Context: an optimization exercise on an open-source flow, tuned for small area, a short achievable clock period and few clock cycles. The choices shown serve that exercise and are no tape-out recipe.
Function was checked by simulation only, so behaviour that the tests miss may differ from the original.
No activity file was given, so power comes from the tool's default toggle rates.

==> flow/design.v (excerpt) <==
module le_core (
    input  wire        clk,
    input  wire        rst,
    input  wire        start,
    output reg         ready,
    input  wire [31:0] err,
    input  wire [31:0] vff,
    input  wire [31:0] irail,
    input  wire [31:0] setpt,
    input  wire [31:0] dref,
    input  wire [6:0]  flags,
    input  wire [3:0]  prof,
    input  wire [31:0] dmaxq,
    input  wire [31:0] vinnom,
    input  wire [5:0]  upd_div,
    input  wire [8:0]  len,
    output wire [7:0]  imem_addr,
    input  wire [63:0] imem_data,
    output wire [8:0]  coef_addr,
    input  wire [36:0] coef_data,
    output reg         done,
    output reg  [1:0]  kind,
    output reg  [7:0]  addr,
    output reg  [9:0]  cyc,
    output reg         sat,
    output reg  [31:0] duty,
    output reg  [15:0] user
);
export LEC_CHECK = 0
export CAP_MARGIN = 35
export CELL_PAD_IN_SITES_DETAIL_PLACEMENT = 1
export CELL_PAD_IN_SITES_GLOBAL_PLACEMENT = 1
export CORE_MARGIN = 2
export CORE_UTILIZATION = 25
export CTS_CLUSTER_DIAMETER = 60
export CTS_CLUSTER_SIZE = 24
export PLACE_DENSITY = 0.45
export SLEW_MARGIN = 35
create_clock -name core_clock -period 22.0 [get_ports {clk}]
standard.sh (not shown) runs the stock make flow with config.mk's settings and CLKGATE_MAP_FILE= SYNTH_SCRIPT=/design/flow/synth_recipe.tcl, a recipe that flattens the netlist after the stock synthesis.
==> flow/flow/run.sh <==
#!/bin/bash
# Layout flow: the standard layout (standard.sh: the standard synthesis,
# floorplan, placement, CTS and routing, unchanged) with the resizer's setup
# margin raised, so that repair_timing also shortens paths that already meet
# the design's clock period. The SDC (clock period, input and output delays,
# loads) is the standard flow's own and is not changed.
set -euo pipefail
bash standard.sh SETUP_SLACK_MARGIN=15 finish > standard.log 2>&1
Testbench counts at the start, summed over its fixed seeds: cycles 20,660.
Edit:
--- a/flow/design.v
+++ b/flow/design.v
@@ -88,21 +88,22 @@
     reg  [8:0]  fa;               
     reg  [8:0]  faq;              
     reg         busv;             
     reg         ibv;
     reg         ib_first;
     reg  [63:0] ib;
     reg  [8:0]  ib_pc;
     reg         ib_ok;            
     reg         ib_isbr, ib_ise, ib_isst;
     reg  [6:0]  ib_p1a;           
-    reg  [6:0]  ib_pa, ib_pb;     
+    reg  [9:0]  ib_pah, ib_pbh;
+    reg  [7:0]  ib_pal, ib_pbl;
     reg  [1:0]  ib_sel1, ib_sel2, ib_selx;   
     reg         ib_three;         
     reg         ib_ph;            
     reg  [10:0] cnum;             
     reg         ovr1_r, ovr2_r;   
     reg         last_mac_v, last_mac_a;
     reg  [3:0]  bv;
     reg  [3:0]  bs;               
     reg  [7:0]  btag [0:3];
     reg  [7:0]  btgt [0:3];
@@ -188,20 +189,32 @@
                               ({1'b0, b_tgt} < len_eff);
             default: b_ctl_ok = 1'b0;
         endcase
     end
     wire b_ok  = b_mac_ok && b_ctl_ok && (faq < len_eff);
     wire b_ise = b_e && (b_cop != 6'h10);
     wire b_isst = (b_cop == 6'h0B);
     wire b_isbr = (b_cop == 6'h10);
     wire b_maca = (b_mop == 4'd4 || b_mop == 4'd5 || b_mop == 4'd6);
     wire b_sa   = b[17];
+    function [9:0] dec_h;
+        input [6:0] code;
+        integer j;
+        for (j = 0; j < 10; j = j + 1)
+            dec_h[j] = (code[6:3] == j);
+    endfunction
+    function [7:0] dec_l;
+        input [6:0] code;
+        integer j;
+        for (j = 0; j < 8; j = j + 1)
+            dec_l[j] = (code[2:0] == j);
+    endfunction
     wire [6:0] b_p1 = (b_cop == 6'h0A) ? b_dst : b_s1;
     wire b_n1 = (b_cop >= 6'h01 && b_cop <= 6'h08) || b_cop == 6'h0A;
     wire b_n2 = (b_cop >= 6'h02 && b_cop <= 6'h06);
     wire b_nx = (b_mop != 4'd0);
     wire b_k1 = b_n1 && (b_p1 < 7'h50);
     wire b_k2 = b_n2 && (b_s2 < 7'h50);
     wire b_kx = b_nx && (b_mx < 7'h50);
     wire [6:0] b_pa = b_k1 ? b_p1 : b_k2 ? b_s2 : b_mx;
     wire [6:0] b_pb = (b_k1 && b_k2) ? b_s2 : b_mx;
     wire [1:0] b_sel1 = b_k1 ? 2'd0 : 2'd2;
@@ -374,26 +387,26 @@
     endfunction
     wire [6:0] pa1 = ib_p1a;
     wire [6:0] pa2 = r_s2;
     wire [6:0] pax = r_mx;
     reg [31:0] rfa, rfb;
     integer k;
     always @* begin
         rfa = 32'd0;
         rfb = 32'd0;
         for (k = 0; k < 64; k = k + 1) begin
-            rfa = rfa | ({32{ib_pa == k}} & z[k]);
-            rfb = rfb | ({32{ib_pb == k}} & z[k]);
+            rfa = rfa | ({32{ib_pah[k / 8] && ib_pal[k % 8]}} & z[k]);
+            rfb = rfb | ({32{ib_pbh[k / 8] && ib_pbl[k % 8]}} & z[k]);
         end
         for (k = 0; k < 16; k = k + 1) begin
-            rfa = rfa | ({32{ib_pa == (64 + k) && gvalid[k] && !ib_first}} & g[k]);
-            rfb = rfb | ({32{ib_pb == (64 + k) && gvalid[k] && !ib_first}} & g[k]);
+            rfa = rfa | ({32{ib_pah[8 + k / 8] && ib_pal[k % 8] && gvalid[k] && !ib_first}} & g[k]);
+            rfb = rfb | ({32{ib_pbh[8 + k / 8] && ib_pbl[k % 8] && gvalid[k] && !ib_first}} & g[k]);
         end
     end
     wire [31:0] sn1 = snap_rd(pa1[3:0], s_err, s_vff, s_irail, s_setpt, s_dref, flags_word, duty_w, s_dmaxq, s_vinnom);
     wire [31:0] sn2 = snap_rd(pa2[3:0], s_err, s_vff, s_irail, s_setpt, s_dref, flags_word, duty_w, s_dmaxq, s_vinnom);
     wire [31:0] snx = snap_rd(pax[3:0], s_err, s_vff, s_irail, s_setpt, s_dref, flags_word, duty_w, s_dmaxq, s_vinnom);
     wire [31:0] rd1_raw = ib_sel1[1] ? sn1 : ib_sel1[0] ? rfb : rfa;
     wire [31:0] rd2_raw = ib_sel2[1] ? sn2 : ib_sel2[0] ? rfb : rfa;
     wire [31:0] rdx_raw = ib_selx[1] ? snx : ib_selx[0] ? rfb : rfa;
     function fwdx;
         input [6:0] a;
@@ -631,30 +644,34 @@
             s_vinnom <= vinnom;
         end
         if (ibl) begin
             ib <= b;
             ib_pc <= faq;
             ib_ok <= b_ok;
             ib_isbr <= b_isbr;
             ib_ise <= b_ise;
             ib_isst <= b_isst;
             ib_p1a <= b_p1;
-            ib_pb <= b_pb;
+            ib_pbh <= dec_h(b_pb);
+            ib_pbl <= dec_l(b_pb);
             ib_sel1 <= b_sel1;
             ib_sel2 <= b_sel2;
             ib_selx <= b_selx;
             ib_three <= b_three;
         end
-        if (ibl)
-            ib_pa <= b_pa;
-        else if (ib_three && !ib_ph)
-            ib_pa <= r_mx;
+        if (ibl) begin
+            ib_pah <= dec_h(b_pa);
+            ib_pal <= dec_l(b_pa);
+        end else if (ib_three && !ib_ph) begin
+            ib_pah <= dec_h(r_mx);
+            ib_pal <= dec_l(r_mx);
+        end
         xt_kind <= r_ovr ? KIND_OVERRUN : r_inv ? KIND_INVALID : KIND_END;
         xt_addr <= ib_pc[7:0];
         x_ci <= cnum + {10'd0, r_ast};
         if (!ib_ph) begin
             op1 <= rd1;
             op2 <= rd2;
         end
         opx <= rdx;
         x_cop <= r_cop;
         x_dst <= r_dst;
Effect: The new run went through all stages and came out clean. Sequential share of layout area falls by 0.18 points. Die area rises by 0.91%. Hold slack improved by 0.0054 ns. Synthesized cell count rises by 1.6%. Utilization hardly moves. Total power rises by 6.8%. Critical path depth falls by 7. Wire length rises by 5.3%.
Testbench counts after the change, summed over its fixed seeds: cycles 20,660.

==> afterwards: timing with drivers on the ports <==
How much do the figures lean on ideal ports? The routed layouts below were timed once more, with nothing changed but the port constraints.
Step 1 assumes that a clkbuf_16 drives the clock port and a buf_2 every other input.
Step 2, shift: input delay + t, output delay - t, t = (earliest + latest rising clock arrival at the registers) / 2. This alone moves slack from input paths to output paths.
Three values: ideal ports, drivers, drivers and shift; two values: the first two.
run	t, ns	setup WS [ns]	worst hold slack (ns)
the first run	1.252	14.623 / 14.623 / 13.709	0.336 / 0.336 / 0.336
the second run	1.263	14.896 / 14.779 / 13.516	0.341 / 0.341 / 0.341
After both steps setup and hold are still met in every run listed. For the second run, which loses most, drivers alone change the setup slack by -0.117 ns; drivers and shift together by -1.380 ns.
